What follows belongs to an exercise in optimizing a design on an open flow for small area; a production flow would make more cautious choices. Only simulation tests tie the RTL to the original design; equivalence was not proved. The flow treats the clock pin as an ideal source, which a real chip does not have. Power and IR drop assume default switching activity.

`flow/constraint.sdc`:
```
create_clock -name core_clock -period 30.0 [get_ports {clk}]
set_input_delay 6.0000 -clock core_clock [delete_from_list [all_inputs] [get_ports {clk}]]
set_output_delay 6.0000 -clock core_clock [all_outputs]
set_load 0.01 [all_outputs]
```
`flow/flow/run.sh`:
```
#!/bin/bash
# Layout flow: the standard ORFS flow (standard.sh), with three changes:
#  1. After the standard synthesis (standard.sh, unchanged), the logic between
#     the registers and the full-adder cells is mapped again for area with
#     Yosys/ABC (flow/reopt.ys). Registers, full-adder cells and their
#     names stay exactly as the standard synthesis made them; only the
#     combinational gates around them are re-mapped.
#  2. The clock tree is built without dummy loads (clock_tree_synthesis
#     -dont_use_dummy_load); clustering as in config.mk.
#  3. The port buffers are sky130_fd_sc_hd__buf_2 (every port still gets one).
# Each tool's full output goes to a log file of its own in this folder:
# synth_flow.log, reopt.log, layout_flow.log (and ORFS's per-step logs).
set -euo pipefail
WORK="$PWD"
R="$WORK/orfs/results/sky130hd/pwm_gen/base"
export CTS_ARGS="-sink_clustering_enable -repair_clock_nets -dont_use_dummy_load -sink_clustering_size 24 -sink_clustering_max_diameter 80"
export BUFFER_PORTS_ARGS="-inputs -outputs -buffer_cell sky130_fd_sc_hd__buf_2"

# 1. standard synthesis
bash standard.sh "$R/1_2_yosys.v" > synth_flow.log 2>&1
cp "$R/1_2_yosys.v" "$WORK/standard_synth.v"

# 2. area re-mapping of the logic between registers and adder cells
YOSYS=yosys
if [[ -x "$FLOW_HOME/../tools/install/yosys/bin/yosys" ]]; then
  YOSYS="$FLOW_HOME/../tools/install/yosys/bin/yosys"
fi
LIB="$FLOW_HOME/platforms/sky130hd/lib/sky130_fd_sc_hd__tt_025C_1v80.lib"
sed -e "s#@LIB@#$LIB#g" -e "s#@IN@#$WORK/standard_synth.v#g" \
    -e "s#@OUT@#$WORK/reopt.v#g" flow/reopt.ys > reopt_run.ys
"$YOSYS" -s reopt_run.ys > reopt.log 2>&1
cp "$WORK/reopt.v" "$R/1_2_yosys.v"
touch "$R/1_2_yosys.v" "$R/1_2_yosys.sdc"

# 3. the rest of the standard flow, from the re-mapped netlist
bash standard.sh finish > layout_flow.log 2>&1
```
`flow/config.mk`:
```
export PLATFORM = sky130hd
export DESIGN_NAME = pwm_gen
export DESIGN_NICKNAME = pwm_gen
export VERILOG_FILES = /design/flow/design.v
export SDC_FILE = /design/flow/constraint.sdc
export NUM_CORES = 8
export LEC_CHECK = 0
export ABC_AREA = 1
export CAP_MARGIN = 40
export CORE_MARGIN = 2
export CORE_UTILIZATION = 50
export CTS_CLUSTER_DIAMETER = 80
export CTS_CLUSTER_SIZE = 24
export SLEW_MARGIN = 40
```
`flow/design.v`:
```
module pwm_chan (
    input             clk,
    input             rst,
    input             key_load,
    input             wr,
    input             rd,
    input      [3:0]  regsel,
    input      [31:0] wdata,
    input      [15:0] fw_new,      
    input             fw_over,     
    output reg [31:0] rval,
    output     [15:0] o_cd,
    output     [15:0] o_sl,
    output     [23:0] o_per,
    output     [23:0] o_psh,
    output     [23:0] o_plt,
    output     [23:0] o_rise,
    output            o_late,
    input      [23:0] m1,
    input      [23:0] m2,
    input      [12:0] cfl,         
    input             dbg_halt,
    input             fence,
    input             inline_ok,
    input             flt_hold,
    input             flt_trip,
    input             g3_clear,
    input      [15:0] isense,
    input      [15:0] vsense,
    input             swn,
    input      [3:0]  ton_all,
    output reg        gh,
    output reg        gl,
    output reg        ton,
    output reg        fault_req
);
    localparam [3:0] R_CTRL = 4'h0, R_STATUS = 4'h1, R_PER = 4'h2, R_RISE = 4'h3,
                     R_FALL = 4'h4, R_DT = 4'h5, R_LIM = 4'h6, R_DUTY = 4'h7,
                     R_SLEW = 4'h8, R_SENSE = 4'h9, R_ILIM = 4'ha, R_VLIM = 4'hb,
                     R_COUNT = 4'hc, R_COUNT1 = 4'hd;
    function automatic [32:0] radd(input [31:0] a, input [31:0] b, input ci);
        integer i;
        reg c;
        reg [32:0] r;
        begin
            c = ci;
            for (i = 0; i < 32; i = i + 1) begin
                r[i] = a[i] ^ b[i] ^ c;
                c    = (a[i] & b[i]) | (a[i] & c) | (b[i] & c);
            end
            r[32] = c;
            radd  = r;
        end
    endfunction
    function automatic rge(input [31:0] a, input [31:0] b);
        integer i;
        reg c;
        begin
            c = 1'b1;
            for (i = 0; i < 32; i = i + 1)
                c = (a[i] & ~b[i]) | (a[i] & c) | (~b[i] & c);
            rge = c;
        end
    endfunction
    reg        arm, stretch, adapt;
    reg [1:0]  mode;
    reg [28:0] per_r, rise_r, fall_r;
    reg [7:0]  dt_rise, dt_fall, dt_margin, dt_last;
    reg [7:0]  dt_min, min_pulse;
    reg [1:0]  safe;
    reg [2:0]  blank_src;
    reg        blank_en;
    reg [15:0] max_duty, fw_max_duty, duty_slew;
    reg [9:0]  blank;
    reg [8:0]  filt;
    reg [15:0] i_lim, fw_i_lim, v_lim, fw_v_lim;
    reg [15:0] short_cnt, late_cnt, swn_miss, g3_trips;
    reg        st_late, st_clamp, st_oc, st_ov, st_mref;
    reg [23:0] sh_p, sh_rise, alt_fall;
    reg [23:0] lt_p, lt_rise;
    reg        lt_v;
    reg [12:0] sh_fl, lt_fl;
    reg [23:0] a_sh, s_sh, a_lt, s_lt, b_acc;
    reg [2:0]  b_st;
    reg        running;
    reg [23:0] rem, tq, on_pend;
    reg [1:0]  phase;            
    reg        full_q, soft_q;
    reg [16:0] dstate;
    reg        g3_hold;
    wire hold   = ~arm | g3_hold | flt_hold | fence | ~inline_ok | dbg_halt | key_load;
    wire run_ok = ~hold;
    wire period_end = running && (rem == 24'd1);
    wire reload     = run_ok && (!running || period_end);
    wire commit     = wr && regsel == R_FALL;
    wire late       = running && (rem[23:3] == 21'd0) && !(rem[2] && rem[1]);
    wire xfer       = reload && lt_v;
    wire [23:0] P  = sh_p;
    wire [23:0] R  = sh_rise;
    wire [23:0] F  = lt_v ? alt_fall : fall_r[23:0];
    wire [1:0]  m  = (mode == 2'd3) ? 2'd0 : mode;
    wire        f_ge_p = sh_fl[0];
    wire        r_ge_p = sh_fl[1];
    wire        full   = (m == 2'd1) ? f_ge_p :
                         (m == 2'd2) ? sh_fl[2] : (r_ge_p || f_ge_p);
    wire        use_r  = (m == 2'd0) && !full;
    wire        use_f  = (m == 2'd2) && !full;
    wire [23:0] sub_a  = (full || m == 2'd2) ? P : F;
    wire [23:0] sub_b  = (R & {24{use_r}}) | (F & {24{use_f}});
    wire [32:0] sub_r  = radd({8'd0, sub_a}, {8'd0, ~sub_b}, 1'b1);
    wire [23:0] con    = sub_r[24] ? sub_r[23:0] : 24'd0;
    wire [23:0] cs     = R & {24{use_r}};
    wire [16:0] sl     = (duty_slew == 16'd0)    ? 17'd1 :
                         (duty_slew == 16'hffff) ? 17'h10000 : {1'b0, duty_slew};
    wire [32:0] dnx_r  = radd({15'd0, dstate}, {15'd0, sl}, 1'b0);
    wire [17:0] dnx    = dnx_r[17:0];       
    wire        dnx_full = dnx[17] | dnx[16];
    wire [16:0] dn     = !running ? sl : (dnx_full ? 17'h10000 : dnx[16:0]);
    wire [23:0] lim_a  = a_sh;
    wire [23:0] lim_b  = running ? b_acc : s_sh;
    wire        a_lt_c = !rge(lim_a, con);
    wire        b_lt_c = !rge(lim_b, con);
    wire [16:0] cd_d   = (fw_max_duty == 16'hffff) ? 17'h10000 : {1'b0, fw_max_duty};
    wire        a_lt_b = rge(dn, cd_d);
    wire [23:0] lim_cs = a_lt_b ? lim_a : lim_b;
    wire [23:0] on0    = (a_lt_c || b_lt_c) ? lim_cs : con;
    wire        clamp  = a_lt_c;
    wire        slew_cut = b_lt_c;
    wire [7:0]  dtr    = rge(dt_rise, dt_min) ? dt_rise : dt_min;
    wire [7:0]  dtf    = rge(dt_fall, dt_min) ? dt_fall : dt_min;
    wire [7:0]  mp1    = (min_pulse == 8'd0) ? 8'd1 : min_pulse;
    wire [32:0] st_r   = radd(dtr, mp1, 1'b0);
    wire [8:0]  st_on  = st_r[8:0];
    wire        on0_z  = (on0 == 24'd0);
    wire        is_short = !on0_z && !rge(on0, st_on);
    wire        st_le_p  = (P[23:9] != 15'd0) || rge(P[8:0], st_on);
    wire        st_le_rm = sh_fl[3] || rge(sh_fl[12:4], st_on);
    wire        can_stretch = stretch && rge(lim_cs, st_on) &&
                              (cs_z ? st_le_p : st_le_rm);
    wire [23:0] on_n   = !is_short ? on0 : (can_stretch ? {15'd0, st_on} : 24'd0);
    wire        on_z   = on0_z || (is_short && !can_stretch);
    wire        cs_z   = (m != 2'd0) || full || (R == 24'd0);
    wire H = phase[1];
    reg       h_q;
    reg [7:0] re_q, fe_q, xe_q;
    reg       xing_q, miss_q, fph_q;
    wire       h_rise  = H && !h_q;
    wire       h_fall  = !H && h_q;
    wire [32:0] re_inc = radd(re_q, 0, 1'b1);
    wire [32:0] fe_inc = radd(fe_q, 0, 1'b1);
    wire [7:0] re_cur  = h_rise ? 8'd0 : (re_inc[7:0] | {8{re_inc[8]}});
    wire [7:0] fe_cur  = h_fall ? 8'd0 : (fe_inc[7:0] | {8{fe_inc[8]}});
    wire       fph_cur  = h_fall ? 1'b1 : (H ? 1'b0 : fph_q);
    wire       adapt_en = adapt && fph_cur;
    wire       xing_prev = h_fall ? 1'b0 : xing_q;
    wire       miss_prev = h_fall ? 1'b0 : miss_q;
    wire       xing_new = adapt_en && !H && swn && !xing_prev && !miss_prev &&
                          !rge(fe_cur, dtf);
    wire       xing_cur = xing_prev || xing_new;
    wire [7:0] xe_cur   = xing_new ? fe_cur : xe_q;
    wire [32:0] xm_r    = radd(xe_cur, dt_margin, 1'b0);
    wire [8:0] xm       = xm_r[8:0];
    wire [7:0] xm_hi    = rge(dtf, xm) ? xm[7:0] : dtf;
    wire [7:0] tgt      = (adapt_en && xing_cur) ?
                          (rge(xm_hi, dt_min) ? xm_hi : dt_min) : dtf;
    wire       miss_new = adapt_en && !H && !xing_cur && !miss_prev && (fe_cur == dtf);
    wire gh_n = run_ok && H && rge(re_cur, dtr);
    wire gl_n = run_ok && !H && rge(fe_cur, tgt);
    wire        ci   = rge(isense[15:4], fw_i_lim[15:4]);
    wire        cv   = rge(vsense[15:4], fw_v_lim[15:4]);
    reg  [9:0] bc, ho;
    reg  [8:0] fci, fcv;
    wire [9:0] blank_eff = rge(10'd800, blank) ? blank : 10'd800;
    wire [8:0] filt_eff  = (filt == 9'd0) ? 9'd1 : (rge(9'd400, filt) ? filt : 9'd400);
    wire       src_ton   = !blank_src[2] && ton_all[blank_src[1:0]];
    wire       start_win = blank_en && src_ton && (bc == 10'd0) &&
                           (ho == 10'd0) && (blank_eff != 10'd0);
    wire       blanked   = start_win || (bc != 10'd0);
    wire [32:0] fci_r    = radd(fci, 0, 1'b1);
    wire [32:0] fcv_r    = radd(fcv, 0, 1'b1);
    wire       det_i     = ci && !blanked && (fci_r[8:0] == filt_eff);
    wire       det_v     = cv && !blanked && (fcv_r[8:0] == filt_eff);
    wire       trip      = det_i || det_v || flt_trip;
    wire       first_trip = trip && !g3_hold && !flt_hold;
    wire we_ctrl  = wr && regsel == R_CTRL;
    wire we_stat  = wr && regsel == R_STATUS;
    wire we_dt    = wr && regsel == R_DT;
    wire kl_we    = wr && key_load;
    wire we_duty  = wr && regsel == R_DUTY;
    wire we_ilim  = wr && regsel == R_ILIM;
    wire we_vlim  = wr && regsel == R_VLIM;
    wire we_slew  = kl_we && regsel == R_SLEW;
    wire rd_count  = rd && regsel == R_COUNT;
    wire rd_count1 = rd && regsel == R_COUNT1;
    wire [32:0] short_cnt_inc = radd(short_cnt, 0, 1'b1);
    wire [32:0] late_cnt_inc  = radd(late_cnt, 0, 1'b1);
    wire [32:0] swn_miss_inc  = radd(swn_miss, 0, 1'b1);
    wire [32:0] g3_trips_inc  = radd(g3_trips, 0, 1'b1);
    wire inc_short = reload && is_short;
    wire inc_late  = commit && late;
    wire inc_miss  = run_ok && miss_new;
    wire inc_trips = first_trip;
    assign o_cd  = fw_max_duty;
    assign o_sl  = duty_slew;
    assign o_per = per_r[23:0];
    assign o_psh = xfer ? lt_p : sh_p;
    assign o_plt = lt_p;
    assign o_rise = rise_r[23:0];
    assign o_late = late;
    wire commit_nl = commit && !late;
    wire xfer_g    = xfer && !rst;
    wire [23:0] p_new = (per_r[23:4] == 20'd0) ? 24'd16 : per_r[23:0];
    always @(posedge clk) begin
        if (rst || we_ctrl || dbg_halt) arm <= we_ctrl && wdata[0] && !dbg_halt;
        if (rst || we_ctrl) begin
            stretch <= wdata[3];
            adapt   <= wdata[4];
        end
        if (rst || (we_ctrl && !arm)) mode <= wdata[2:1];
        if (rst || (wr && regsel == R_PER))  per_r  <= wdata[28:0];
        if (rst || (wr && regsel == R_RISE)) rise_r <= wdata[28:0];
        if (rst || commit)                   fall_r <= wdata[28:0];
        if (rst || we_dt) begin
            dt_rise   <= wdata[7:0];
            dt_fall   <= wdata[15:8];
            dt_margin <= wdata[23:16];
        end
        if (rst || (kl_we && regsel == R_LIM)) begin
            dt_min    <= wdata[7:0];
            min_pulse <= wdata[15:8];
            safe      <= wdata[17:16];
            blank_src <= wdata[22:20];
            blank_en  <= wdata[23];
        end
        if (rst || (kl_we && regsel == R_DUTY))  max_duty  <= wdata[15:0];
        if (rst || we_slew)                      duty_slew <= wdata[15:0];
        if (rst || (kl_we && regsel == R_SENSE)) begin
            blank <= wdata[9:0];
            filt  <= wdata[24:16];
        end
        if (rst || (kl_we && regsel == R_ILIM))  i_lim <= wdata[15:0];
        if (rst || (kl_we && regsel == R_VLIM))  v_lim <= wdata[15:0];
        if (rst || we_duty) fw_max_duty <= fw_new;
        if (rst || we_ilim) fw_i_lim    <= fw_new;
        if (rst || we_vlim) fw_v_lim    <= fw_new;
        if (rst || commit_nl || we_duty || xfer)
            a_sh <= (commit_nl || we_duty || !xfer_g) ? m1 : a_lt;
        if (rst || commit_nl || we_slew || xfer)
            s_sh <= (commit_nl || we_slew || !xfer_g) ? (we_slew ? m1 : m2) : s_lt;
    end
    always @(posedge clk) begin
        if (rst) begin
            sh_p <= 24'd16; sh_rise <= 24'd0; lt_v <= 1'b0;
            sh_fl <= {9'd16, 4'b0100};
            dt_last <= 8'd0;
            short_cnt <= 16'd0; late_cnt <= 16'd0; swn_miss <= 16'd0; g3_trips <= 16'd0;
            st_late <= 1'b0; st_clamp <= 1'b0; st_oc <= 1'b0; st_ov <= 1'b0; st_mref <= 1'b0;
        end else begin
            if (commit_nl) begin
                sh_p    <= p_new;
                sh_rise <= rise_r[23:0];
                sh_fl   <= cfl;
                lt_v    <= 1'b0;
            end else if (xfer) begin
                sh_p    <= lt_p;
                sh_rise <= lt_rise;
                sh_fl   <= lt_fl;
                lt_v    <= commit;
            end else if (commit) begin
                lt_v    <= 1'b1;
            end
            if (run_ok) begin
                if (xing_new) dt_last <= fe_cur;
                else if (miss_new) dt_last <= 8'hff;
            end
            if (we_stat) begin
                if (wdata[2])  st_late  <= 1'b0;
                if (wdata[4])  st_clamp <= 1'b0;
                if (wdata[8])  st_oc    <= 1'b0;
                if (wdata[9])  st_ov    <= 1'b0;
                if (wdata[10]) st_mref  <= 1'b0;
            end
            if (inc_late) st_late <= 1'b1;
            if ((reload && clamp) || ((we_duty || we_ilim || we_vlim) && fw_over)) st_clamp <= 1'b1;
            if (det_i) st_oc <= 1'b1;
            if (det_v) st_ov <= 1'b1;
            if (we_ctrl && arm && wdata[2:1] != mode) st_mref <= 1'b1;
            if (rd_count) begin
                short_cnt <= {15'd0, inc_short};
                late_cnt  <= {15'd0, inc_late};
            end else begin
                if (inc_short && !short_cnt_inc[16]) short_cnt <= short_cnt_inc[15:0];
                if (inc_late  && !late_cnt_inc[16]) late_cnt  <= late_cnt_inc[15:0];
            end
            if (rd_count1) begin
                swn_miss <= {15'd0, inc_miss};
                g3_trips <= {15'd0, inc_trips};
            end else begin
                if (inc_miss  && !swn_miss_inc[16]) swn_miss <= swn_miss_inc[15:0];
                if (inc_trips && !g3_trips_inc[16]) g3_trips <= g3_trips_inc[15:0];
            end
        end
    end
    always @(posedge clk) begin
        if (commit && late) begin
            lt_p     <= p_new;
            lt_rise  <= rise_r[23:0];
            alt_fall <= (lt_v && !reload) ? alt_fall : fall_r[23:0];
            lt_fl    <= cfl;
            a_lt     <= m1;
            s_lt     <= m2;
        end else begin
            if (we_duty) a_lt <= m2;
            if (we_slew) s_lt <= m2;
        end
    end
    wire [3:0]  b_nib = (b_st[1:0] == 2'd0) ? dnx[3:0] :
                        (b_st[1:0] == 2'd1) ? dnx[7:4] :
                        (b_st[1:0] == 2'd2) ? dnx[11:8] : dnx[15:12];
    wire [32:0] b_s1  = radd({4'd0, b_acc}, {4'd0, sh_p & {24{b_nib[0]}}}, 1'b0);
    wire [32:0] b_s2  = radd(b_s1[27:0], {3'd0, sh_p & {24{b_nib[1]}}, 1'b0}, 1'b0);
    wire [32:0] b_s3  = radd(b_s2[27:0], {2'd0, sh_p & {24{b_nib[2]}}, 2'b0}, 1'b0);
    wire [32:0] b_s4  = radd(b_s3[27:0], {1'd0, sh_p & {24{b_nib[3]}}, 3'b0}, 1'b0);
    wire [27:0] b_sum = b_s4[27:0];
    always @(posedge clk) begin
        if (reload || (commit && !late)) begin
            b_st  <= 3'd0;
            b_acc <= 24'd0;
        end else if (!b_st[2]) begin
            b_st  <= dnx_full ? 3'd4 : b_st + 3'd1;
            b_acc <= dnx_full ? sh_p : b_sum[27:4];
        end
    end
    wire [32:0] rem_dec = radd(rem, 24'hffffff, 1'b0);
    wire [32:0] tq_dec  = radd(tq, 24'hffffff, 1'b0);
    wire [32:0] bc_dec  = radd(start_win ? blank_eff : bc, 10'h3ff, 1'b0);
    wire [32:0] ho_dec  = radd(ho, 10'h3ff, 1'b0);
    always @(posedge clk) begin
        if (hold) begin
            dstate  <= 17'd0;
            full_q  <= 1'b0;
            soft_q  <= 1'b0;
            phase   <= 2'd0;
        end else if (reload) begin
            rem     <= P;
            full_q  <= full;
            soft_q  <= slew_cut;
            dstate  <= dn;
            if (on_z) begin
                phase <= 2'd0;
            end else if (cs_z) begin
                phase <= 2'd2;
                tq    <= on_n;
            end else begin
                phase   <= 2'd1;
                tq      <= cs;
                on_pend <= on_n;
            end
        end else begin
            rem <= rem_dec[23:0];
            if (phase == 2'd1) begin
                if (tq == 24'd1) begin
                    phase <= 2'd2;
                    tq    <= on_pend;
                end else begin
                    tq    <= tq_dec[23:0];
                end
            end else if (phase == 2'd2) begin
                if (tq == 24'd1) phase <= 2'd0;
                else             tq    <= tq_dec[23:0];
            end
        end
        if (rst) phase <= 2'd0;
    end
    always @(posedge clk) begin
        if (rst) begin
            running <= 1'b0;
            gh <= 1'b0; gl <= 1'b0; ton <= 1'b0; fault_req <= 1'b0;
            bc <= 10'd0; ho <= 10'd0; fci <= 9'd0; fcv <= 9'd0; g3_hold <= 1'b0;
        end else begin
            if (hold)        running <= 1'b0;
            else if (reload) running <= 1'b1;
            gh  <= gh_n;
            gl  <= gl_n;
            ton <= (gh_n && !gh) || (gl_n && !gl);
            fault_req <= first_trip;
            if (start_win) begin
                bc <= bc_dec[9:0];
                if (blank_eff == 10'd1) ho <= 10'd800;
            end else if (bc != 10'd0) begin
                bc <= bc_dec[9:0];
                if (bc == 10'd1) ho <= 10'd800;
            end else if (ho != 10'd0) begin
                ho <= ho_dec[9:0];
            end
            if (ci && !blanked) begin
                if (fci != filt_eff) fci <= fci_r[8:0];
            end else begin
                fci <= 9'd0;
            end
            if (cv && !blanked) begin
                if (fcv != filt_eff) fcv <= fcv_r[8:0];
            end else begin
                fcv <= 9'd0;
            end
            if (det_i || det_v) g3_hold <= 1'b1;
            else if (g3_clear) g3_hold <= 1'b0;
        end
    end
    always @(posedge clk) begin
        if (hold) begin
            h_q <= 1'b0; re_q <= 8'd0; fe_q <= 8'd0; xe_q <= 8'd0;
            xing_q <= 1'b0; miss_q <= 1'b0; fph_q <= 1'b0;
        end else begin
            h_q    <= H;
            re_q   <= re_cur;
            fe_q   <= fe_cur;
            xe_q   <= xe_cur;
            xing_q <= xing_cur;
            miss_q <= miss_prev || miss_new;
            fph_q  <= fph_cur;
        end
    end
    wire [1:0] state = !arm ? 2'd0 : (hold ? 2'd1 : ((running && soft_q) ? 2'd2 : 2'd3));
    wire       h_g3  = g3_hold || flt_hold;
    always @(*) begin
        case (regsel)
            R_CTRL:   rval = {27'd0, adapt, stretch, mode, arm};
            R_STATUS: rval = {21'd0, st_mref, st_ov, st_oc,
                              !inline_ok, fence, h_g3,
                              st_clamp, running && full_q, st_late, state};
            R_PER:    rval = {3'd0, per_r};
            R_RISE:   rval = {3'd0, rise_r};
            R_FALL:   rval = {3'd0, fall_r};
            R_DT:     rval = {dt_last, dt_margin, dt_fall, dt_rise};
            R_LIM:    rval = {8'd0, blank_en, blank_src, 2'd0, safe, min_pulse, dt_min};
            R_DUTY:   rval = {fw_max_duty, max_duty};
            R_SLEW:   rval = {16'd0, duty_slew};
            R_SENSE:  rval = {7'd0, filt, 6'd0, blank};
            R_ILIM:   rval = {fw_i_lim, i_lim};
            R_VLIM:   rval = {fw_v_lim, v_lim};
            R_COUNT:  rval = {late_cnt, short_cnt};
            R_COUNT1: rval = {g3_trips, swn_miss};
            default:  rval = 32'd0;
        endcase
    end
endmodule
module pwm_gen (
    input             clk,
    input             rst,
    input             key_load,      
    input             wr,
    input             rd,
    input      [9:0]  addr,
    input      [31:0] wdata,
    output reg [31:0] rdata,         
    input             dbg_halt,
    input      [3:0]  fence,
    input      [3:0]  inline_ok,
    input      [3:0]  g3_clear,
    input      [63:0] isense,        
    input      [63:0] vsense,
    input      [3:0]  swn,
    input      [3:0]  flt_in,
    output     [3:0]  gh,
    output     [3:0]  gl,
    output     [3:0]  fault_req
);
    function automatic [32:0] radd(input [31:0] a, input [31:0] b, input ci);
        integer i;
        reg c;
        reg [32:0] r;
        begin
            c = ci;
            for (i = 0; i < 32; i = i + 1) begin
                r[i] = a[i] ^ b[i] ^ c;
                c    = (a[i] & b[i]) | (a[i] & c) | (b[i] & c);
            end
            r[32] = c;
            radd  = r;
        end
    endfunction
    function automatic rge(input [31:0] a, input [31:0] b);
        integer i;
        reg c;
        begin
            c = 1'b1;
            for (i = 0; i < 32; i = i + 1)
                c = (a[i] & ~b[i]) | (a[i] & c) | (~b[i] & c);
            rge = c;
        end
    endfunction
    function automatic [47:0] mulcs(input [15:0] x, input [23:0] y);
        integer i, j;
        reg [40:0] sv, cv, nsv, ncv;
        reg pp, a, b;
        begin
            sv = {17'd0, y & {24{x[0]}}};
            cv = 41'd0;
            for (i = 1; i < 16; i = i + 1) begin
                nsv = sv;
                ncv = 41'd0;
                for (j = i; j < i + 24; j = j + 1) begin
                    pp = y[j-i] & x[i];
                    a  = sv[j];
                    b  = cv[j];
                    nsv[j]   = a ^ b ^ pp;
                    ncv[j+1] = (a & b) | (a & pp) | (b & pp);
                end
                sv = nsv;
                cv = ncv;
            end
            mulcs = {cv[39:16], sv[39:16]};
        end
    endfunction
    wire       in_chan = (addr[9:8] == 2'b00);
    wire [2:0] ch      = addr[8:6];
    wire [3:0] regsel  = addr[5:2];
    wire       g_map   = (addr[9:2] == 8'h80);
    wire       g_flt   = (addr[9:2] == 8'h81);
    wire       g_glob  = (addr[9:2] == 8'h82);
    reg [15:0] flt_map;      
    reg [3:0]  pol, act, latch;
    reg [4:0]  fcnt [0:3];
    reg [15:0] flt_events;
    reg        dbg_safe;
    reg [3:0]  act_n, activ;
    integer i;
    always @(*) begin
        for (i = 0; i < 4; i = i + 1) begin
            act_n[i] = act[i];
            if ((flt_in[i] == pol[i]) != act[i] && fcnt[i] == 5'd31)
                act_n[i] = ~act[i];
            activ[i] = act_n[i] && !act[i];
        end
    end
    wire [2:0] n_activ = {2'd0, activ[0]} + {2'd0, activ[1]} +
                         {2'd0, activ[2]} + {2'd0, activ[3]};
    wire [32:0] ev_r   = radd(flt_events, n_activ, 1'b0);
    wire [16:0] ev_sum = ev_r[16:0];
    wire        rd_flt = rd && g_flt;
    always @(posedge clk) begin
        if (rst) begin
            flt_map <= 16'd0; pol <= 4'd0; act <= 4'd0; latch <= 4'd0;
            flt_events <= 16'd0; dbg_safe <= 1'b0;
            for (i = 0; i < 4; i = i + 1) fcnt[i] <= 5'd0;
        end else begin
            for (i = 0; i < 4; i = i + 1) begin
                if ((flt_in[i] == pol[i]) != act[i] && fcnt[i] != 5'd31)
                    fcnt[i] <= fcnt[i] + 5'd1;
                else
                    fcnt[i] <= 5'd0;
            end
            act <= act_n;
            if (wr && key_load && g_map)
                flt_map <= {wdata[27:24], wdata[19:16], wdata[11:8], wdata[3:0]};
            if (wr && key_load && g_flt) pol <= wdata[3:0];
            latch <= (wr && g_flt) ? ((latch & ~(wdata[11:8] & ~act)) | activ)
                                   : (latch | activ);
            if (rd_flt)
                flt_events <= {13'd0, n_activ};
            else
                flt_events <= ev_sum[16] ? 16'hffff : ev_sum[15:0];
            if (wr && g_glob && wdata[3]) dbg_safe <= 1'b0;
            if (dbg_halt) dbg_safe <= 1'b1;
        end
    end
    wire [3:0] fhold_src = latch | act;
    reg  [3:0] flt_hold, flt_trip;
    always @(*) begin
        flt_hold = 4'd0;
        flt_trip = 4'd0;
        for (i = 0; i < 4; i = i + 1) begin
            if (fhold_src[i]) flt_hold = flt_hold | flt_map[4*i +: 4];
            if (activ[i])     flt_trip = flt_trip | flt_map[4*i +: 4];
        end
    end
    wire [31:0] rval [0:3];
    wire [1:0]  w      = ch[1:0];
    wire        cw     = wr && in_chan;
    wire        is_commit = cw && regsel == 4'h4;
    wire        is_duty   = cw && regsel == 4'h7;
    wire [15:0] o_cd   [0:3];
    wire [15:0] o_sl   [0:3];
    wire [23:0] o_per  [0:3];
    wire [23:0] o_psh  [0:3];
    wire [23:0] o_plt  [0:3];
    wire [23:0] o_rise [0:3];
    wire [3:0]  o_late;
    wire [31:0] rval_w  = rval[w];
    wire [15:0] hard_w  = key_load ? wdata[15:0] : rval_w[15:0];
    wire        fw_over = (wdata[31:16] > hard_w);
    wire [15:0] fw_new  = fw_over ? hard_w : wdata[31:16];
    wire [15:0] sl_w    = o_sl[w];
    wire [15:0] sl_wm   = (sl_w == 16'd0) ? 16'd1 : sl_w;
    wire [15:0] sl_d    = (wdata[15:0] == 16'd0) ? 16'd1 : wdata[15:0];
    wire [23:0] per_w   = o_per[w];
    wire [23:0] p_new   = (per_w[23:4] == 20'd0) ? 24'd16 : per_w;
    wire [15:0] x1 = is_commit ? o_cd[w] : (is_duty ? fw_new : sl_d);
    wire [15:0] x2 = is_commit ? sl_wm   : (is_duty ? fw_new : sl_d);
    wire [23:0] y1 = is_commit ? p_new : o_psh[w];
    wire [23:0] y2 = is_commit ? p_new : o_plt[w];
    wire [23:0] rise_w  = o_rise[w];
    wire [23:0] fall_w  = wdata[23:0];
    wire [32:0] room_r  = radd(p_new, ~rise_w & 24'hffffff, 1'b1);
    wire [24:0] room    = {~room_r[24], room_r[23:0]};
    wire [12:0] cfl     = {room[8:0], room[23:9] != 15'd0, fall_w == 24'd0,
                           room[24] || room[23:0] == 24'd0, rge(fall_w, p_new)};
    wire [47:0] cs1 = mulcs(x1, y1);
    wire [47:0] cs2 = mulcs(x2, y2);
    wire [23:0] pr1 = cs1[47:24] + cs1[23:0];
    wire [23:0] pr2 = cs2[47:24] + cs2[23:0];
    wire [23:0] m1 = rst ? 24'd0 : ((x1 == 16'hffff) ? y1 : pr1);
    wire [23:0] m2 = rst ? 24'd0 : ((x2 == 16'hffff) ? y2 : pr2);
    wire [31:0] wdm    = rst ? 32'd0 : wdata;
    wire [15:0] fw_nm  = rst ? 16'd0 : fw_new;
    wire [3:0]  ton;
    genvar k;
    generate
        for (k = 0; k < 4; k = k + 1) begin : g_ch
            pwm_chan u_ch (
                .clk       (clk),
                .rst       (rst),
                .key_load  (key_load),
                .wr        (cw && w == k),
                .rd        (rd && in_chan && w == k),
                .regsel    (regsel),
                .wdata     (wdm),
                .fw_new    (fw_nm),
                .fw_over   (fw_over),
                .rval      (rval[k]),
                .o_cd      (o_cd[k]),
                .o_sl      (o_sl[k]),
                .o_per     (o_per[k]),
                .o_psh     (o_psh[k]),
                .o_plt     (o_plt[k]),
                .o_rise    (o_rise[k]),
                .cfl       (cfl),
                .o_late    (o_late[k]),
                .m1        (m1),
                .m2        (m2),
                .dbg_halt  (dbg_halt),
                .fence     (fence[k]),
                .inline_ok (inline_ok[k]),
                .flt_hold  (flt_hold[k]),
                .flt_trip  (flt_trip[k]),
                .g3_clear  (g3_clear[k]),
                .isense    (isense[16*k +: 16]),
                .vsense    (vsense[16*k +: 16]),
                .swn       (swn[k]),
                .ton_all   (ton),
                .gh        (gh[k]),
                .gl        (gl[k]),
                .ton       (ton[k]),
                .fault_req (fault_req[k])
            );
        end
    endgenerate
    always @(posedge clk) begin
        if (rst) begin
            rdata <= 32'd0;
        end else if (rd) begin
            if (in_chan)
                rdata <= (regsel <= 4'hd) ? rval_w : 32'd0;
            else if (g_map)
                rdata <= {4'd0, flt_map[15:12], 4'd0, flt_map[11:8], 4'd0, flt_map[7:4], 4'd0, flt_map[3:0]};
            else if (g_flt)
                rdata <= {flt_events, 4'd0, latch, act, pol};
            else if (g_glob)
                rdata <= {28'd0, dbg_safe, 3'd0};
            else
                rdata <= 32'd0;
        end
    end
endmodule
```
`flow/standard.sh`:
```
#!/bin/bash
# synth_recipe.tcl (not shown) runs the flow's synth.tcl, then flattens the netlist and writes it again
# the make line also repeats each setting of config.mk as NAME=value (left out here)
make -C /OpenROAD-flow-scripts/flow DESIGN_CONFIG=/design/flow/config.mk WORK_HOME=/design/flow/orfs CLKGATE_MAP_FILE= SYNTH_SCRIPT=/design/flow/synth_recipe.tcl "${@:-finish}"
```
`flow/flow/reopt.ys`:
```
# Area re-mapping of the standard synthesis netlist. Registers, full-adder cells
# and tie cells are kept as black boxes; everything else is mapped again.
read_liberty -ignore_miss_func @LIB@
read_verilog @IN@
hierarchy -top pwm_gen
setattr -mod -set keep_hierarchy 1 sky130_fd_sc_hd__dfxtp_1 sky130_fd_sc_hd__edfxtp_1 sky130_fd_sc_hd__fa_1 sky130_fd_sc_hd__conb_1 sky130_fd_sc_hd__maj3_1
flatten
blackbox sky130_fd_sc_hd__dfxtp_1 sky130_fd_sc_hd__edfxtp_1 sky130_fd_sc_hd__fa_1 sky130_fd_sc_hd__conb_1 sky130_fd_sc_hd__maj3_1
opt_clean
abc -liberty @LIB@ -dont_use sky130_fd_sc_hd__lpflow_bleeder_1 -dont_use sky130_fd_sc_hd__lpflow_clkbufkapwr_1 -dont_use sky130_fd_sc_hd__lpflow_clkbufkapwr_16 -dont_use sky130_fd_sc_hd__lpflow_clkbufkapwr_2 -dont_use sky130_fd_sc_hd__lpflow_clkbufkapwr_4 -dont_use sky130_fd_sc_hd__lpflow_clkbufkapwr_8 -dont_use sky130_fd_sc_hd__lpflow_clkinvkapwr_1 -dont_use sky130_fd_sc_hd__lpflow_clkinvkapwr_16 -dont_use sky130_fd_sc_hd__lpflow_clkinvkapwr_2 -dont_use sky130_fd_sc_hd__lpflow_clkinvkapwr_4 -dont_use sky130_fd_sc_hd__lpflow_clkinvkapwr_8 -dont_use sky130_fd_sc_hd__lpflow_decapkapwr_12 -dont_use sky130_fd_sc_hd__lpflow_decapkapwr_3 -dont_use sky130_fd_sc_hd__lpflow_decapkapwr_4 -dont_use sky130_fd_sc_hd__lpflow_decapkapwr_6 -dont_use sky130_fd_sc_hd__lpflow_decapkapwr_8 -dont_use sky130_fd_sc_hd__lpflow_inputiso0n_1 -dont_use sky130_fd_sc_hd__lpflow_inputiso0p_1 -dont_use sky130_fd_sc_hd__lpflow_inputiso1n_1 -dont_use sky130_fd_sc_hd__lpflow_inputiso1p_1 -dont_use sky130_fd_sc_hd__lpflow_inputisolatch_1 -dont_use sky130_fd_sc_hd__lpflow_isobufsrc_1 -dont_use sky130_fd_sc_hd__lpflow_isobufsrc_16 -dont_use sky130_fd_sc_hd__lpflow_isobufsrc_2 -dont_use sky130_fd_sc_hd__lpflow_isobufsrc_4 -dont_use sky130_fd_sc_hd__lpflow_isobufsrc_8 -dont_use sky130_fd_sc_hd__lpflow_isobufsrckapwr_16 -dont_use sky130_fd_sc_hd__lpflow_lsbuf_lh_hl_isowell_tap_1 -dont_use sky130_fd_sc_hd__lpflow_lsbuf_lh_hl_isowell_tap_2 -dont_use sky130_fd_sc_hd__lpflow_lsbuf_lh_hl_isowell_tap_4 -dont_use sky130_fd_sc_hd__lpflow_lsbuf_lh_isowell_4 -dont_use sky130_fd_sc_hd__lpflow_lsbuf_lh_isowell_tap_1 -dont_use sky130_fd_sc_hd__lpflow_lsbuf_lh_isowell_tap_2 -dont_use sky130_fd_sc_hd__lpflow_lsbuf_lh_isowell_tap_4 -dont_use sky130_fd_sc_hd__probe_p_8 -dont_use sky130_fd_sc_hd__probec_p_8  -script +strash;dch,-f;map,-a;mfs2;strash;dch,-f;map,-a;topo;dnsize
opt_clean
splitnets
opt_clean -purge
hilomap -singleton -hicell sky130_fd_sc_hd__conb_1 HI -locell sky130_fd_sc_hd__conb_1 LO
insbuf -buf sky130_fd_sc_hd__buf_4 A X
write_verilog -noattr -nohex -nodec @OUT@
stat -liberty @LIB@
```
==> impl_metrics.ini, run 1 <==
[status]
status = finished clean

[clock_network]
cts_setup_buffers = 0
clock_latency_ns = 1.10
ctsResizeCount = 0
cts_sinks = 3221
tritoncts = built
cts_hold_buf = 0
numCtsBuffers = 191
clkTransAtPathRegs_ns = 0.11

[place]
io_buffers = 205
dp_hpwl_mm = 787.6
routabilityCongestion = 1.204

[floorplan]
fp.coreArea_um2 = 375500
start_util_pct = 50.22
dieArea_um2 = 382100
dieHeight_um = 618.2
die_w_um = 618.2
rows = 225
ioPinCount = 240

[synthesis]
syn_inst = 20710
synth_area_um2 = 188600
syn_avg_cell_area_um2 = 9.108
yosys_warnings = 4
syn-num-nets = 22130

[setup_path]
critPathKind = in2reg
end_kind = flip-flop
timing.rr.start = act[0]
crit_slowest_cell = nor2_1
reg2regPathDepth = 77
reg2reg_slack_ns = 7.55
worstPathRequired_ns = 30.71
critical_path.startpoint_type = input port
r2r_end = g_ch[3].u_ch.a_lt[20]
crit_top_cell = fa_1
crit_path_max_fanout = 18
slowest_delay_ns = 0.81
crit_arrival_ns = 28.51

[power_and_ir_drop]
p_total_mw = 26.92
swShare_pct = 52.78
combPwrFrac_pct = 63.4
ir_drop_v = 0.0006674
pwr-share-seq_pct = 26.4
leakagePower_nw = 66.40
p_switching_mw = 14.21
p_int_mw = 12.71
p_clk_share_pct = 10.2
p_per_area_nw_per_um2 = 129.7

[global_routing]
grt_max_degree = 86
first_global_vias = 163100
grt.total_usage_pct = 52.12
grt_pass1_wl_mm = 1362
antenna_found_initial = 183
gr-total-overflow = 0

[timing]
rsz0062_at_grt = no
worstMarginPinSlew_ns = 1.143
max_slew_margin_pct = 22.99
hold_violations = 0
tns_ns = 0
period_share_pct = 92.66
skew_ns = 0.1807
slew_violations = 0
setup_viol = 0
clock.fmax_mhz = 35.97
finalCriticalPeriod_ns = 27.80

[hold_path]
min_to = g_ch[2].u_ch.lt_rise[19]
worstHoldStart = g_ch[2].u_ch.rise_r[19]
min_path_cells = 0
hp-class = reg2reg

[drt]
wl_mm = 1018
drt_iter0_markers = 34710
drc = 0
vias = 184000
drt-vias-per-instance = 6.858
antenna_left = 0
firstDrtPassIters = 7
wl_per_cell_um = 37.96

[cells_and_area]
area_delta_synth_final_pct = 10.06
reg_top3 = g_ch.u_ch.fall_r (116), g_ch.u_ch.per_r (116), g_ch.u_ch.rise_r (116)
num-nets-final = 23100
drive_above_1_share_pct = 6.605

[job]
maxCapViolCount = 0
==> power by group through the flow <==
stage                     Clock [mW]  Sequential [mW]  Combinational, mW
after floorplan                    0             6.98               9.35
after global placement             0             7.19               16.2
after detailed placement           0             7.19               16.5
after CTS                       2.68             7.09               16.6
after global routing            2.81             7.11               18.2
final                           2.74             7.10               17.1
==> cell usage in the layout, fill, tap and decap left out, drive strengths merged, types with 369 or more instances in the layout <==
| master | count |
|---|---|
| a22oi | 649 |
| dfxtp | 1133 |
| nor3 | 369 |
| fa | 1224 |
| o22ai | 673 |
| edfxtp | 2088 |
| buf | 824 |
| nand2 | 3283 |
| clkinv | 2996 |
| a21oi | 1198 |
| o21ai | 1889 |
| nor2 | 2636 |
==> worst max path at each step <==
| stage | startpoint | slack [ns] | to |
|---|---|---|---|
| after CTS | addr[5] | 3.21 | g_ch[3].u_ch.a_lt[20] |
| after floorplan | addr[3] | 2.22 | g_ch[1].u_ch.s_sh[22] |
| after detailed placement | addr[5] | 2.24 | g_ch[3].u_ch.a_lt[20] |
| final | addr[3] | 2.20 | g_ch[3].u_ch.a_lt[20] |
| after global routing | addr[3] | 2.02 | g_ch[3].u_ch.a_lt[20] |
| after global placement | addr[3] | 2.22 | g_ch[3].u_ch.a_lt[20] |
==> final cells by class <==
type / count / area [um2]
antenna: 149 / 372.9
clock buffer: 191 / 4780
fill: 34710 / 168000
inverter: 3024 / 11390
multi-input combinational: 14420 / 93200
sequential: 3221 / 85390
tap: 4994 / 6248
timing repair buffer: 828 / 6192
==> routing by layer <==
metal | GRT usage (%) | vias up | part of all wire (%)
li1 | - | 74990 | -
met1 | 64.72 | 89070 | 34
met2 | 68.72 | 16110 | 38
met3 | 22.66 | 3724 | 16
met4 | 44.46 | 74 | 11
met5 | 1.818 | - | 0.12
==> worst max-delay path: cells and delay by family <==
family | cells | cell delay [ns]
compound gates | 21 | 5.13
fa+ha+maj | 15 | 7.76
buf+inv | 10 | 2.34
simple gates | 28 | 7.18
==> per-stage QoR <==
step           area [um2]  hold WS (ns)  std cells  utilization, %  worst slack, ns
3_3_place_gp       201100        0.4261      26430           53.54            2.220
6_report           207600        0.4184      26830           55.27            2.202
5_1_grt            207300        0.4527      26720           55.20            2.015
3_5_place_dp       202100        0.4306      26470           53.82            2.244
4_1_cts            206900        0.4302      26660           55.09            3.209
2_1_floorplan      188600        0.4132      20710               -            2.215
==> run 2: changes to the inputs <==
--- a/flow/flow/run.sh
+++ b/flow/flow/run.sh
@@ -15,3 +15,3 @@
 R="$WORK/orfs/results/sky130hd/pwm_gen/base"
-export CTS_ARGS="-sink_clustering_enable -repair_clock_nets -dont_use_dummy_load -sink_clustering_size 24 -sink_clustering_max_diameter 80"
+export CTS_ARGS="-sink_clustering_enable -repair_clock_nets -dont_use_dummy_load -sink_clustering_size 16 -sink_clustering_max_diameter 60 -buf_list sky130_fd_sc_hd__clkbuf_8"
 export BUFFER_PORTS_ARGS="-inputs -outputs -buffer_cell sky130_fd_sc_hd__buf_2"
--- a/flow/config.mk
+++ b/flow/config.mk
@@ -11,4 +11,5 @@
 export CORE_UTILIZATION = 50
-export CTS_CLUSTER_DIAMETER = 80
-export CTS_CLUSTER_SIZE = 24
+export CTS_BUF_LIST = sky130_fd_sc_hd__clkbuf_8
+export CTS_CLUSTER_DIAMETER = 60
+export CTS_CLUSTER_SIZE = 16
 export SLEW_MARGIN = 40
==> impl_metrics.ini, run 2 <==
[power_and_ir_drop]
p_clk_share_pct = 9.7
swShare_pct = 53.18
pwr-share-seq_pct = 26.5
p_int_mw = 12.55
combPwrFrac_pct = 63.8
p_total_mw = 26.80
p_switching_mw = 14.25
ir_drop_v = 0.0006555
p_per_area_nw_per_um2 = 129.3
leakagePower_nw = 66.39

[job]
maxCapViolCount = 0

[clock_network]
cts_setup_buffers = 0
clock_latency_ns = 1.30
numCtsBuffers = 326
cts_sinks = 3221
clkTransAtPathRegs_ns = 0.10
cts_hold_buf = 0
tritoncts = built
ctsResizeCount = 0

[drt]
vias = 184400
drc = 0
wl_per_cell_um = 37.88
drt-vias-per-instance = 6.847
antenna_left = 0
drt_iter0_markers = 34930
wl_mm = 1020
firstDrtPassIters = 10

[place]
routabilityCongestion = 1.204
io_buffers = 205
dp_hpwl_mm = 787.6

[setup_path]
crit_slowest_cell = nor2_4
critical_path.startpoint_type = input port
worstPathRequired_ns = 30.95
path_buf_inv = 10
end_kind = flip-flop
critPathKind = in2reg
slowest_delay_ns = 0.79
crit_top_cell = fa_1
crit_path_max_fanout = 18
crit_arrival_ns = 28.43
critical-path-top-delay-family = adder cells

[timing]
skew_ns = 0.1707
slew_violations = 0
setup_viol = 0
period_share_pct = 91.59
hold_violations = 0
finalCriticalPeriod_ns = 27.48
worstMarginPinSlew_ns = 1.104
tns_ns = 0
clock.fmax_mhz = 36.40
max_slew_margin_pct = 26.39
rsz0062_at_grt = no
holdWs_ns = 0.4196

[global_routing]
grt_pass1_wl_mm = 1364
grt.total_usage_pct = 52.19
first_global_vias = 164000
grt_max_degree = 86
antenna_found_initial = 180
gr-total-overflow = 0

[cells_and_area]
drive_above_1_share_pct = 7.192
final_cell_mix = nand2_1, clkinv_1, nor2_1
layout_commonest_cell = nand2_1
reg_top3 = g_ch.u_ch.fall_r (116), g_ch.u_ch.per_r (116), g_ch.u_ch.rise_r (116)
area_delta_synth_final_pct = 9.872
num-nets-final = 23240

[floorplan]
dieHeight_um = 618.2
dieArea_um2 = 382100
ioPinCount = 240
start_util_pct = 50.22
die_w_um = 618.2
rows = 225
fp.coreArea_um2 = 375500

[synthesis]
syn_avg_cell_area_um2 = 9.108
synth_area_um2 = 188600
yosys_warnings = 4
syn-num-nets = 22130
syn_inst = 20710

[status]
status = finished clean

[hold_path]
hp-class = reg2reg
==> run 2: changes by cell type in the layout (fill, tap and decap cells not counted), moves of 2 or more <==
cell,delta
diode_2,-29
nor2_1,-2
o21ai_1,-6
clkbuf_8,+326
clkbuf_16,-192
nand2_2,+2
buf_8,+2
o21ai_0,+5
o22ai_2,-3
nand2_1,-2
o22ai_1,+3
==> run 2: layer usage <==
layer / share of wire, % / global-route usage (%)
met5: 0.073 / 0.4924
met4: 11 / 45.31
met3: 17 / 23.55
met2: 38 / 68.56
met1: 34 / 64.27
==> run 2: layout make-up <==
| type | count | area [um2] |
|---|---|---|
| fill | 34840 | 168300 |
| multi-input combinational | 14420 | 93190 |
| sequential | 3221 | 85390 |
| inverter | 3024 | 11390 |
| tap | 4994 | 6248 |
| timing repair buffer | 828 | 6206 |
| clock buffer | 326 | 4487 |
| antenna | 120 | 300.3 |
==> run 2: worst reg2reg max path, delay by kind of cell, from the launching register on <==
family	cells	cell delay (ns)
fa+ha+maj	15	7.78
simple gates	31	6.63
compound gates	22	5.16
flops	1	0.41
buf+inv	9	1.95
==> run 2: path summary, 6_finish.rpt <==
| kind | slack, ns | to | start | depth (start not counted) |
|---|---|---|---|---|
| setup / recovery | 2.52 | g_ch[3].u_ch.a_lt[20] | addr[3] | 74 |
| hold / removal | 0.42 | g_ch[3].u_ch.alt_fall[8] | g_ch[3].u_ch.fall_r[8] | 0 |
| setup reg to reg | 7.76 | g_ch[3].u_ch.a_lt[20] | flip-flop | 77 |
| hold reg to reg | 0.42 | g_ch[3].u_ch.alt_fall[8] | g_ch[3].u_ch.fall_r[8] | 0 |
==> run 2: power by group through the flow <==
stage                     combinational [mW]  clock [mW]  sequential [mW]
after global placement                  16.2           0             7.19
after detailed placement                16.5           0             7.19
after CTS                               16.6        2.54             7.09
after global routing                    18.2        2.68             7.11
final                                   17.1        2.60             7.10
after floorplan                         9.35           0             6.98
==> run 2: through the flow <==
stage | cells | cell area, um2 | utilization [%] | setup slack (ns)
after floorplan | 20710 | 188600 | - | 2.215
after global placement | 26430 | 201100 | 53.54 | 2.220
after detailed placement | 26470 | 202100 | 53.82 | 2.244
after CTS | 26800 | 206600 | 55.01 | 3.420
after global routing | 26850 | 207000 | 55.12 | 2.398
final | 26930 | 207200 | 55.18 | 2.524
==> run 3: changes to the inputs <==
--- a/flow/design.v
+++ b/flow/design.v
@@ -68,3 +68,3 @@
     reg [7:0]  dt_rise, dt_fall, dt_margin, dt_last;
-    reg [7:0]  dt_min, min_pulse;
+    reg [7:0]  n_dt_min, min_pulse;
     reg [1:0]  safe;
@@ -72,6 +72,12 @@
     reg        blank_en;
-    reg [15:0] max_duty, fw_max_duty, duty_slew;
-    reg [9:0]  blank;
+    reg [15:0] max_duty, n_fw_max_duty, n_duty_slew;
+    reg [9:0]  n_blank;
     reg [8:0]  filt;
-    reg [15:0] i_lim, fw_i_lim, v_lim, fw_v_lim;
+    reg [15:0] i_lim, n_fw_i_lim, v_lim, n_fw_v_lim;
+    wire [7:0]  dt_min      = ~n_dt_min;
+    wire [15:0] fw_max_duty = ~n_fw_max_duty;
+    wire [15:0] duty_slew   = ~n_duty_slew;
+    wire [9:0]  blank       = ~n_blank;
+    wire [15:0] fw_i_lim    = ~n_fw_i_lim;
+    wire [15:0] fw_v_lim    = ~n_fw_v_lim;
     reg [15:0] short_cnt, late_cnt, swn_miss, g3_trips;
@@ -228,3 +234,3 @@
         if (rst || (kl_we && regsel == R_LIM)) begin
-            dt_min    <= wdata[7:0];
+            n_dt_min  <= ~wdata[7:0];
             min_pulse <= wdata[15:8];
@@ -235,5 +241,5 @@
         if (rst || (kl_we && regsel == R_DUTY))  max_duty  <= wdata[15:0];
-        if (rst || we_slew)                      duty_slew <= wdata[15:0];
+        if (rst || we_slew)                      n_duty_slew <= ~wdata[15:0];
         if (rst || (kl_we && regsel == R_SENSE)) begin
-            blank <= wdata[9:0];
+            n_blank <= ~wdata[9:0];
             filt  <= wdata[24:16];
@@ -242,5 +248,5 @@
         if (rst || (kl_we && regsel == R_VLIM))  v_lim <= wdata[15:0];
-        if (rst || we_duty) fw_max_duty <= fw_new;
-        if (rst || we_ilim) fw_i_lim    <= fw_new;
-        if (rst || we_vlim) fw_v_lim    <= fw_new;
+        if (rst || we_duty) n_fw_max_duty <= ~fw_new;
+        if (rst || we_ilim) n_fw_i_lim    <= ~fw_new;
+        if (rst || we_vlim) n_fw_v_lim    <= ~fw_new;
         if (rst || commit_nl || we_duty || xfer)
--- a/flow/flow/run.sh
+++ b/flow/flow/run.sh
@@ -15,3 +15,3 @@
 R="$WORK/orfs/results/sky130hd/pwm_gen/base"
-export CTS_ARGS="-sink_clustering_enable -repair_clock_nets -dont_use_dummy_load -sink_clustering_size 16 -sink_clustering_max_diameter 60 -buf_list sky130_fd_sc_hd__clkbuf_8"
+export CTS_ARGS="-sink_clustering_enable -repair_clock_nets -dont_use_dummy_load -sink_clustering_size 24 -sink_clustering_max_diameter 80"
 export BUFFER_PORTS_ARGS="-inputs -outputs -buffer_cell sky130_fd_sc_hd__buf_2"
--- a/flow/config.mk
+++ b/flow/config.mk
@@ -11,5 +11,4 @@
 export CORE_UTILIZATION = 50
-export CTS_BUF_LIST = sky130_fd_sc_hd__clkbuf_8
-export CTS_CLUSTER_DIAMETER = 60
-export CTS_CLUSTER_SIZE = 16
+export CTS_CLUSTER_DIAMETER = 80
+export CTS_CLUSTER_SIZE = 24
 export SLEW_MARGIN = 40
==> impl_metrics.ini, run 3 <==
[timing]
slew_violations = 0
setup_viol = 0
max_slew_margin_pct = 24.92
tns_ns = 0
period_share_pct = 92.15
skew_ns = 0.1248
clock.fmax_mhz = 36.17
finalCriticalPeriod_ns = 27.65
worstMarginPinSlew_ns = 1.126
rsz0062_at_grt = no
holdWs_ns = 0.4257
hold_violations = 0

[cells_and_area]
area_delta_synth_final_pct = 9.884
layout_commonest_cell = nand2_1
reg_top3 = g_ch.u_ch.fall_r (116), g_ch.u_ch.per_r (116), g_ch.u_ch.rise_r (116)
fin_area_um2 = 206200
num-nets-final = 22830
drive_above_1_share_pct = 6.651
final_cell_mix = nand2_1, clkinv_1, nor2_1

[global_routing]
gr-total-overflow = 0
antenna_found_initial = 195
grt_max_degree = 133
first_global_vias = 161800
grt.total_usage_pct = 52.04
grt_pass1_wl_mm = 1354

[power_and_ir_drop]
p_per_area_nw_per_um2 = 134.4
leakagePower_nw = 65.80
ir_drop_v = 0.0005066
p_total_mw = 27.72

[clock_network]
tritoncts = built
ctsResizeCount = 0
cts_sinks = 3221
cts_hold_buf = 0
cts_setup_buffers = 0
clock_latency_ns = 1.05
numCtsBuffers = 192
clkTransAtPathRegs_ns = 0.11

[floorplan]
ioPinCount = 240
fp.coreArea_um2 = 373000
rows = 224
dieHeight_um = 616.7
die_w_um = 616.7
dieArea_um2 = 380300
start_util_pct = 50.31

[place]
place_area_um2 = 200600
dp_hpwl_mm = 785.5
io_buffers = 205
routabilityCongestion = 1.189

[synthesis]
syn_avg_cell_area_um2 = 9.162
yosys_warnings = 4
synth_area_um2 = 187700
syn_inst = 20480
syn-num-nets = 21900

[hold_path]
hp-class = reg2reg
min_path_cells = 0
worstHoldStart = g_ch[2].u_ch.fall_r[13]
min_to = g_ch[2].u_ch.alt_fall[13]

[drt]
drt-vias-per-instance = 6.903
antenna_left = 0
drc = 0
vias = 183400
drt_iter0_markers = 35570
wl_mm = 1012
firstDrtPassIters = 8
wl_per_cell_um = 38.09

[setup_path]
crit_slowest_cell = clkinv_1
crit_top_cell = fa_1
worstPathRequired_ns = 30.63
crit_path_max_fanout = 44
reg2reg_slack_ns = 8.07
crit_arrival_ns = 28.27
end_kind = flip-flop
reg2regPathDepth = 68
critical_path.startpoint_type = input port
slowest_delay_ns = 0.82
r2r_end = g_ch[0].u_ch.s_sh[16]
critPathKind = in2reg

[job]
maxCapViolCount = 0

[status]
status = finished clean
-- run 3: layout make-up --
class | count | area [um2]
Multi-Input combinational cell | 14320 | 92880
Tap cell | 4972 | 6221
Timing Repair Buffer | 780 | 5552
Inverter | 2895 | 10920
Clock buffer | 192 | 4805
Antenna cell | 182 | 455.4
Sequential cell | 3221 | 85390
Fill cell | 34500 | 166800
-- run 3: critical path, delay by kind of cell --
| kind | cells | cell delay (ns) |
|---|---|---|
| buffers and inverters | 12 | 5.21 |
| AND/OR/NAND/NOR | 26 | 4.98 |
| AO/OA/AOI/OAI | 18 | 4.16 |
| adder cells (fa/ha/maj) | 15 | 7.71 |
-- run 3: worst max-delay path by stage --
stage	slack, ns	start	cells past startpoint	endpoint
finish	2.35	addr[2]	71	g_ch[0].u_ch.s_sh[16]
global route	2.46	addr[2]	76	g_ch[1].u_ch.s_sh[22]
CTS	3.60	addr[2]	73	g_ch[1].u_ch.s_sh[22]
detailed placement	2.69	addr[2]	73	g_ch[1].u_ch.s_sh[22]
global placement	2.44	addr[2]	75	g_ch[2].u_ch.s_sh[22]
floorplan	2.30	addr[6]	66	g_ch[2].u_ch.a_lt[22]
-- run 3: power by group --
group | internal (mW) | switching (mW) | total [mW]
Combinational | 5.00 | 12.8 | 17.8
Sequential | 6.77 | 0.408 | 7.18
Clock | 1.14 | 1.61 | 2.74
Total | 12.9 | 14.8 | 27.7
-- run 3: routing by layer --
metal | vias up | wire [um] | track usage [%]
met5 | - | 2157 | 3.043
met4 | 80 | 110700 | 44.19
met3 | 4112 | 170700 | 24.77
met2 | 16450 | 385300 | 68.57
met1 | 88410 | 342900 | 63.26
li1 | 74340 | - | -
-- run 3: metrics by stage --
step,instances,util [%],setup WS (ns)
after floorplan,20480,-,2.304
after global placement,26160,53.55,2.437
after detailed placement,26180,53.77,2.695
after CTS,26370,55.06,3.604
after global routing,26430,55.19,2.462
final,26570,55.28,2.355
==> run 4: changes to the inputs <==
--- a/flow/flow/run.sh
+++ b/flow/flow/run.sh
@@ -15,3 +15,3 @@
 R="$WORK/orfs/results/sky130hd/pwm_gen/base"
-export CTS_ARGS="-sink_clustering_enable -repair_clock_nets -dont_use_dummy_load -sink_clustering_size 24 -sink_clustering_max_diameter 80"
+export CTS_ARGS="-sink_clustering_enable -repair_clock_nets -dont_use_dummy_load -sink_clustering_size 28 -sink_clustering_max_diameter 80"
 export BUFFER_PORTS_ARGS="-inputs -outputs -buffer_cell sky130_fd_sc_hd__buf_2"
==> flow/flow/reopt.ys (replaced) <==
# Area re-mapping of the standard synthesis netlist. Registers, full-adder cells
# and tie cells are kept as black boxes; everything else is mapped again.
read_liberty -ignore_miss_func @LIB@
read_verilog @IN@
hierarchy -top pwm_gen
setattr -mod -set keep_hierarchy 1 sky130_fd_sc_hd__dfxtp_1 sky130_fd_sc_hd__edfxtp_1 sky130_fd_sc_hd__fa_1 sky130_fd_sc_hd__conb_1 sky130_fd_sc_hd__maj3_1
flatten
blackbox sky130_fd_sc_hd__dfxtp_1 sky130_fd_sc_hd__edfxtp_1 sky130_fd_sc_hd__fa_1 sky130_fd_sc_hd__conb_1 sky130_fd_sc_hd__maj3_1
opt_clean
abc -liberty @LIB@ -dont_use sky130_fd_sc_hd__lpflow_bleeder_1 -dont_use sky130_fd_sc_hd__lpflow_clkbufkapwr_1 -dont_use sky130_fd_sc_hd__lpflow_clkbufkapwr_16 -dont_use sky130_fd_sc_hd__lpflow_clkbufkapwr_2 -dont_use sky130_fd_sc_hd__lpflow_clkbufkapwr_4 -dont_use sky130_fd_sc_hd__lpflow_clkbufkapwr_8 -dont_use sky130_fd_sc_hd__lpflow_clkinvkapwr_1 -dont_use sky130_fd_sc_hd__lpflow_clkinvkapwr_16 -dont_use sky130_fd_sc_hd__lpflow_clkinvkapwr_2 -dont_use sky130_fd_sc_hd__lpflow_clkinvkapwr_4 -dont_use sky130_fd_sc_hd__lpflow_clkinvkapwr_8 -dont_use sky130_fd_sc_hd__lpflow_decapkapwr_12 -dont_use sky130_fd_sc_hd__lpflow_decapkapwr_3 -dont_use sky130_fd_sc_hd__lpflow_decapkapwr_4 -dont_use sky130_fd_sc_hd__lpflow_decapkapwr_6 -dont_use sky130_fd_sc_hd__lpflow_decapkapwr_8 -dont_use sky130_fd_sc_hd__lpflow_inputiso0n_1 -dont_use sky130_fd_sc_hd__lpflow_inputiso0p_1 -dont_use sky130_fd_sc_hd__lpflow_inputiso1n_1 -dont_use sky130_fd_sc_hd__lpflow_inputiso1p_1 -dont_use sky130_fd_sc_hd__lpflow_inputisolatch_1 -dont_use sky130_fd_sc_hd__lpflow_isobufsrc_1 -dont_use sky130_fd_sc_hd__lpflow_isobufsrc_16 -dont_use sky130_fd_sc_hd__lpflow_isobufsrc_2 -dont_use sky130_fd_sc_hd__lpflow_isobufsrc_4 -dont_use sky130_fd_sc_hd__lpflow_isobufsrc_8 -dont_use sky130_fd_sc_hd__lpflow_isobufsrckapwr_16 -dont_use sky130_fd_sc_hd__lpflow_lsbuf_lh_hl_isowell_tap_1 -dont_use sky130_fd_sc_hd__lpflow_lsbuf_lh_hl_isowell_tap_2 -dont_use sky130_fd_sc_hd__lpflow_lsbuf_lh_hl_isowell_tap_4 -dont_use sky130_fd_sc_hd__lpflow_lsbuf_lh_isowell_4 -dont_use sky130_fd_sc_hd__lpflow_lsbuf_lh_isowell_tap_1 -dont_use sky130_fd_sc_hd__lpflow_lsbuf_lh_isowell_tap_2 -dont_use sky130_fd_sc_hd__lpflow_lsbuf_lh_isowell_tap_4 -dont_use sky130_fd_sc_hd__probe_p_8 -dont_use sky130_fd_sc_hd__probec_p_8  -script +strash;dc2;dch,-f;map,-a;mfs2;strash;dc2;dch,-f;map,-a;topo;dnsize
opt_clean
splitnets
opt_clean -purge
hilomap -singleton -hicell sky130_fd_sc_hd__conb_1 HI -locell sky130_fd_sc_hd__conb_1 LO
insbuf -buf sky130_fd_sc_hd__buf_4 A X
write_verilog -noattr -nohex -nodec @OUT@
stat -liberty @LIB@
--- a/flow/config.mk
+++ b/flow/config.mk
@@ -12,3 +12,3 @@
 export CTS_CLUSTER_DIAMETER = 80
-export CTS_CLUSTER_SIZE = 24
+export CTS_CLUSTER_SIZE = 28
 export SLEW_MARGIN = 40
==> impl_metrics.ini, run 4 <==
[hold_path]
worstHoldStart = fcnt[3][0]
hp-class = reg2reg

[drt]
wl_mm = 985.3
drt-vias-per-instance = 6.794
vias = 179500
drt_iter0_markers = 32430
wl_per_cell_um = 37.29
antenna_left = 0
drc = 0
firstDrtPassIters = 8

[power_and_ir_drop]
p_per_area_nw_per_um2 = 133.6
leakagePower_nw = 65.38
ir_drop_v = 0.001031
p_total_mw = 27.45

[global_routing]
grt_max_degree = 79
gr-total-overflow = 0
first_global_vias = 161200
busiest_layer = met2
antenna_found_initial = 118
grt_pass1_wl_mm = 1325
grtUsageMet3_pct = 21.92
use_met1_pct = 62.66
groute.layer.met2.usage_pct = 67.41
grt.total_usage_pct = 50.70

[timing]
setup_viol = 0
period_share_pct = 88.82
hold_violations = 0
rsz0062_at_grt = no
max_slew_margin_pct = 29.57
slew_violations = 0
skew_ns = 0.1666
finalCriticalPeriod_ns = 26.65
clock.fmax_mhz = 37.53
worstMarginPinSlew_ns = 1.045
tns_ns = 0

[setup_path]
crit_slowest_cell = clkinv_1
end_kind = flip-flop
crit_path_start = addr[2]
crit_top_cell = fa_1
critical_path.startpoint_type = input port
worstPathRequired_ns = 30.78
crit_arrival_ns = 27.42
timing.rr.start = g_ch[0].u_ch.n_duty_slew[6]
critPathKind = in2reg
crit_path_max_fanout = 12
slowest_delay_ns = 0.91

[floorplan]
dieArea_um2 = 379600
die_w_um = 616.2
start_util_pct = 50.26
ioPinCount = 240
fp.coreArea_um2 = 372800
rows = 224
dieHeight_um = 616.2

[cells_and_area]
utilization_pct = 55.12
layout_commonest_cell = nand2_1
final_cell_mix = nand2_1, clkinv_1, nor2_1
drive_above_1_share_pct = 6.689
finalNonFillerCells = 26430
reg_top3 = g_ch.u_ch.fall_r (116), g_ch.u_ch.per_r (116), g_ch.u_ch.rise_r (116)
num-nets-final = 22760
area_delta_synth_final_pct = 9.666

[place]
dpl.cell_count = 26120
routabilityCongestion = 1.131
io_buffers = 205
dp_hpwl_mm = 760.4

[clock_network]
ctsResizeCount = 0
cts_setup_buffers = 0
clock_latency_ns = 1.06
cts_sinks = 3221
numCtsBuffers = 179
clkTransAtPathRegs_ns = 0.11
cts_hold_buf = 0
tritoncts = built

[synthesis]
syn-num-nets = 21810
syn_inst = 20390
synth_area_um2 = 187400
yosys_warnings = 4
syn_avg_cell_area_um2 = 9.188

[job]
maxCapViolCount = 0

[status]
status = finished clean
==> run 4: layout make-up <==
class / instances / area (um2)
Antenna cell: 119 / 297.8
Clock buffer: 179 / 4479
Fill cell: 34620 / 167300
Inverter: 2916 / 11010
Multi-Input combinational cell: 14210 / 92240
Sequential cell: 3221 / 85390
Tap cell: 4972 / 6221
Timing Repair Buffer: 807 / 5842
==> run 4: through the flow <==
stage | area (um2) | hold slack, ns | setup WS, ns
2_1_floorplan | 187400 | 0.4128 | 2.655
5_1_grt | 205200 | 0.4611 | 3.021
3_5_place_dp | 200500 | 0.4266 | 2.876
6_report | 205500 | 0.4383 | 3.353
4_1_cts | 205000 | 0.4415 | 3.843
3_3_place_gp | 199600 | 0.4229 | 2.768
==> run 4: worst paths after layout <==
kind | endpoint | slack, ns | cells after the start
worst max-delay path | g_ch[2].u_ch.s_sh[22] | 3.35 | 76
worst min-delay path | fcnt[3][0] | 0.44 | 1
worst max register to register | g_ch[0].u_ch.b_acc[22] | 7.59 | 60
worst min register to register | fcnt[3][0] | 0.44 | 1
==> run 4: per-layer routing <==
layer	vias up	wire, um
met2	14920	377800
li1	73890	-
met3	3550	157800
met4	57	107300
met1	87120	341500
met5	-	972
==> run 4: report_power, final <==
| part | internal (mW) | switching [mW] |
|---|---|---|
| Sequential | 6.81 | 0.338 |
| Clock | 1.06 | 1.57 |
| Combinational | 5.18 | 12.5 |
==> run 4: worst max-delay path, delay by kind of cell <==
family,cells,cell delay [ns]
fa+ha+maj,15,7.72
compound gates,27,5.86
xor+xnor,1,0.16
simple gates,23,3.92
buf+inv,10,3.69

==> port drivers added, routing unchanged <==
How much do the figures lean on ideal ports? The routed layouts below were timed once more, with nothing changed but the port constraints.
Step 1 (the two cells are an assumption about what drives the block):
set clk [get_ports {clk}]
set_driving_cell -lib_cell sky130_fd_sc_hd__clkbuf_16 $clk
set_driving_cell -lib_cell sky130_fd_sc_hd__buf_2 [delete_from_list [all_inputs] $clk]
Step 2 moves the port delays by t, midway between the first and last clock arrival at a register: inputs arrive t later, outputs are due t later. That takes back most of the time a late clock gives input paths.
Slacks: ideal ports / drivers / drivers and shift; pairs: ideal ports / drivers.
run	t (ns)	setup WS [ns]	worst setup path at the end	slew at the worst register clock pin (ns)	worst data-port slew with drivers (ns)
run 1	1.141	2.202 / 2.126 / 0.984	input to register	0.11 / 0.11	0.36
run 2	1.341	2.524 / 2.458 / 1.116	input to register	0.12 / 0.12	0.40
run 3	1.120	2.354 / 2.462 / 1.341	input to register	0.11 / 0.11	0.42
run 4	1.101	3.353 / 3.395 / 2.294	input to register	0.12 / 0.12	0.17
After both steps setup and hold are still met in every run listed. For run 2, which loses most, drivers alone change the setup slack by -0.066 ns; drivers and shift together by -1.408 ns.
